From an optimization exercise on the open Yosys and OpenROAD flow, aimed at small area; shortcuts taken in it are not production practice. At most, simulation tests tie the RTL to the original design; equivalence was not proved. Power is estimated from default activity; no workload was simulated.

rev 12:
Design le_law, start of the top module:
module le_law (
    input  wire        clk,
    input  wire        rst,
    input  wire        cfg_we,
    input  wire [3:0]  cfg_addr,
    input  wire [31:0] cfg_wdata,
    input  wire        in_valid,
    output wire        in_ready,
    input  wire [31:0] in_y,
    input  wire [31:0] in_sp,
    input  wire [31:0] in_ff,
    output reg         out_valid,
    output wire        out_fail,
    output wire [31:0] out_us,
    output wire [31:0] out_r,
    output wire [31:0] out_e,
    output wire [31:0] out_u
);
    localparam W_KP = 0, W_KI = 1, W_KD = 2, W_TF = 3, W_KFF = 4, W_KAW = 5,
               W_UMIN = 6, W_UMAX = 7, W_RATE = 8, W_TS = 9, W_IINIT = 10,
               W_I = 11, W_D = 12, W_XP = 13, W_R = 14, W_T = 15,
               W_1 = 16, W_WE = 17, W_WU = 18, W_WUS = 19;
    localparam NW = 20;
    localparam NCFG = 11;
    localparam O_NONE = 3'd0, O_ADD = 3'd1, O_MUL = 3'd2, O_DIV = 3'd3,
               O_SELLT = 3'd4, O_SELGT = 3'd5, O_PASS = 3'd6;
    reg  [3:0] ph;
  ...
clock: 20.0 ns
lec_check: 0
abc_clock_period_in_ps: 16000
cap_margin: 20
core_margin: 2
core_utilization: 65
cts_cluster_diameter: 100
cts_cluster_size: 25
slew_margin: 20
standard.sh (not shown) runs the stock make flow with config.mk's settings and CLKGATE_MAP_FILE= SYNTH_SCRIPT=/design/flow/synth_recipe.tcl, a recipe that flattens the netlist after the stock synthesis.
==> flow/flow/run.sh <==
#!/bin/bash
# Layout: the standard flow, with the port buffers made from the smallest
# buffer cell instead of the one buffer_ports picks by itself. Every input and
# output port still gets its own buffer. The whole make output goes to
# flow_make.log in the work folder.
set -euo pipefail
export BUFFER_PORTS_ARGS="-buffer_cell sky130_fd_sc_hd__buf_1"
bash standard.sh "BUFFER_PORTS_ARGS=-buffer_cell sky130_fd_sc_hd__buf_1" finish > flow_make.log 2>&1
#### Input delta (rev 13 over rev 12)
diff --git a/flow/design.v b/flow/design.v
--- a/flow/design.v
+++ b/flow/design.v
@@ -171,55 +171,56 @@
                     end else begin
                         NAN <= x_nan;
                         cs <= (x_nan | x_inf) ? C_DONE : C_ALIGN;
                     end
                 end
             endcase
         end else begin
             cs <= cs_n;
             if (cs == C_ROUND) RND <= 1'b1;
-            if (cs == C_NORM && pz) S <= ZS;
             P <= p_q ? Q : p_sr ? {1'b0, pre[27:1]} : p_sl ? {pre[26:0], 1'b0} : pre;
             if (q_clr)     Q <= 28'd0;
             else if (q_sr) Q <= {1'b0, Q[27:1]};
             else if (q_sl) Q <= {Q[26:0], dge};
             if (m_sl) M <= {M[22:0], 1'b0};
             if (e_inc)      E <= E + 10'sd1;
             else if (e_dec) E <= E - 10'sd1;
             if (c_dec) cnt <= cnt - 5'd1;
             else if (cs == C_ALIGN && cnt == 5'd27) cnt <= 5'd0;
             if (cs == C_ADDS) ST <= 1'b0;
             else if (cs == C_MOVE) ST <= ~pz;
             else ST <= ST | st_in;
         end
     end
-    wire ovf = (E > 10'sd254);
-    wire xs  = ovf | NAN;
     always @* begin
-        res[31]    = S & ~NAN;
-        res[30:23] = xs ? 8'hFF : (P[26] ? E[7:0] : 8'd0);
-        res[22]    = NAN | (~xs & P[25]);
-        res[21:0]  = xs ? 22'd0 : P[24:3];
+        if (NAN)
+            res = 32'h7FC00000;
+        else if (E > 10'sd254)
+            res = {S, 8'hFF, 23'd0};
+        else if (pz)
+            res = {ZS, 31'd0};
+        else
+            res = {S, P[26] ? E[7:0] : 8'd0, P[25:3]};
     end
 endmodule
 module le_law (
     input  wire        clk,
     input  wire        rst,
     input  wire        cfg_we,
     input  wire [3:0]  cfg_addr,
     input  wire [31:0] cfg_wdata,
     input  wire        in_valid,
     output wire        in_ready,
     input  wire [31:0] in_y,
     input  wire [31:0] in_sp,
     input  wire [31:0] in_ff,
     output reg         out_valid,
-    output wire        out_fail,
+    output reg         out_fail,
     output wire [31:0] out_us,
     output wire [31:0] out_r,
     output wire [31:0] out_e,
     output wire [31:0] out_u
 );
     localparam W_KP = 0, W_KI = 1, W_KD = 2, W_TF = 3, W_KFF = 4, W_KAW = 5,
                W_UMIN = 6, W_UMAX = 7, W_RATE = 8, W_TS = 9, W_IINIT = 10,
                W_I = 11, W_D = 12, W_XP = 13, W_R = 14, W_T = 15,
                W_1 = 16, W_WE = 17, W_WU = 18, W_WUS = 19;
@@ -407,18 +408,19 @@
             run <= 1'b0;
             slot <= 6'd0;
             rep <= 1'b0;
             first <= 1'b1;
             fail <= 1'b0;
             clr <= 1'b1;
             dsrc <= 1'b0;
             ffsrc <= 2'd0;
             cw0 <= 1'b0;
+            out_fail <= 1'b0;
         end else begin
             ph <= ph + 4'd1;
             if (ph == 4'd0) cw0 <= cfg_wr;
             if (take_cfg) begin
                 if (cfg_addr == 4'd11) begin dsrc <= cfg_wdata[0]; ffsrc <= cfg_wdata[2:1]; end
                 if (cfg_addr == 4'd12) first <= 1'b1;
             end
             if (last) clr <= 1'b0;
             if (~run) begin
@@ -437,26 +439,26 @@
                     if (slot <= 6'd24 && pnan) fail <= 1'b1;
                     if (issue) ck <= chk;
                     if (slot == 6'd0) begin
                         cond <= first | nspd;
                         rz <= (a_next[30:0] == 31'd0);
                     end
                     if (slot == 6'd35) begin
                         run <= 1'b0;
                         out_valid <= 1'b1;
+                        out_fail <= fail;
                         if (~fail) first <= 1'b0;
                     end else
                         slot <= slot + 6'd1;
                 end
             end
         end
     end
-    assign out_fail = fail;
     genvar go;
     generate
         for (go = 0; go < 16; go = go + 1) begin : g_o
             assign out_us[2*go] = wl[16*W_WUS + go]; assign out_us[2*go+1] = wh[16*W_WUS + go];
             assign out_r[2*go]  = wl[16*W_R + go];   assign out_r[2*go+1]  = wh[16*W_R + go];
             assign out_e[2*go]  = wl[16*W_WE + go];  assign out_e[2*go+1]  = wh[16*W_WE + go];
             assign out_u[2*go]  = wl[16*W_WU + go];  assign out_u[2*go+1]  = wh[16*W_WU + go];
         end
     endgenerate
Results
In rev 13, total track usage is lower than in rev 12.
| portion of the clock cycle consumed by the worst path in the final layout | rev 13 vs rev 12 | 1.4 points higher |
Reported net switching power is lower on rev 13
As of rev 13, first-pass GRT wire length had fallen by a little under 10% compared to rev 12.
Arithmetic-cell share of the synthesized area counting full adders, half adders and majority gates: rev 12 vs rev 13 — no meaningful difference
In terms of post-synth design cell area, rev 13 and rev 12 differ only marginally.
Per the comparison of rev 13 with rev 12, critical path depth grew by 2.9%, wire length shrank by 8.4 mm, setup slack shows a reduction of 0.28 ns, sequential group power comparable.
Looking at uppermost layer routed, the met5 result is from rev 12; the met4 one comes from rev 13.
Between rev 12 and rev 13, the number of sequential storage elements does not differ in any meaningful way.
Comparing rev 12 with rev 13, the worst hold margin came out essentially unchanged.
As far as finished layout cell area is concerned, rev 12 and rev 13 perform about the same.
In the reports for rev 13 and rev 12, the smaller per-cell via count in the routed design belongs to rev 13.
Function not checked in rev 13: the RTL went through the layout flow alone.

-- separate check: timing with driven ports --
The results above use ideal ports. As a check the final layouts listed here were re-extracted and re-timed, cells and wires unchanged. Step 1 assumes that a clkbuf_16 drives the clock port and a buf_2 every other input. Step 2, shift: input delay + t, output delay - t, t = (earliest + latest rising clock arrival at the registers) / 2. This alone moves slack from input paths to output paths. Three values: no drivers, after step 1, after step 2; two values: the first two.
run	t (ns)	slack for setup (ns)	worst register clock-pin slew, ns	worst slew at a driven data input, ns	pins driven straight from the clock port
rev 12	0.675	7.673 / 7.704 / 7.028	0.11 / 0.11	0.10	1
rev 13	0.651	7.390 / 7.415 / 6.764	0.11 / 0.11	0.07	1
After both steps every run listed still meets setup and hold. The setup slack of rev 12, which loses most, moves by +0.031 ns with the drivers and by -0.645 ns with both steps.
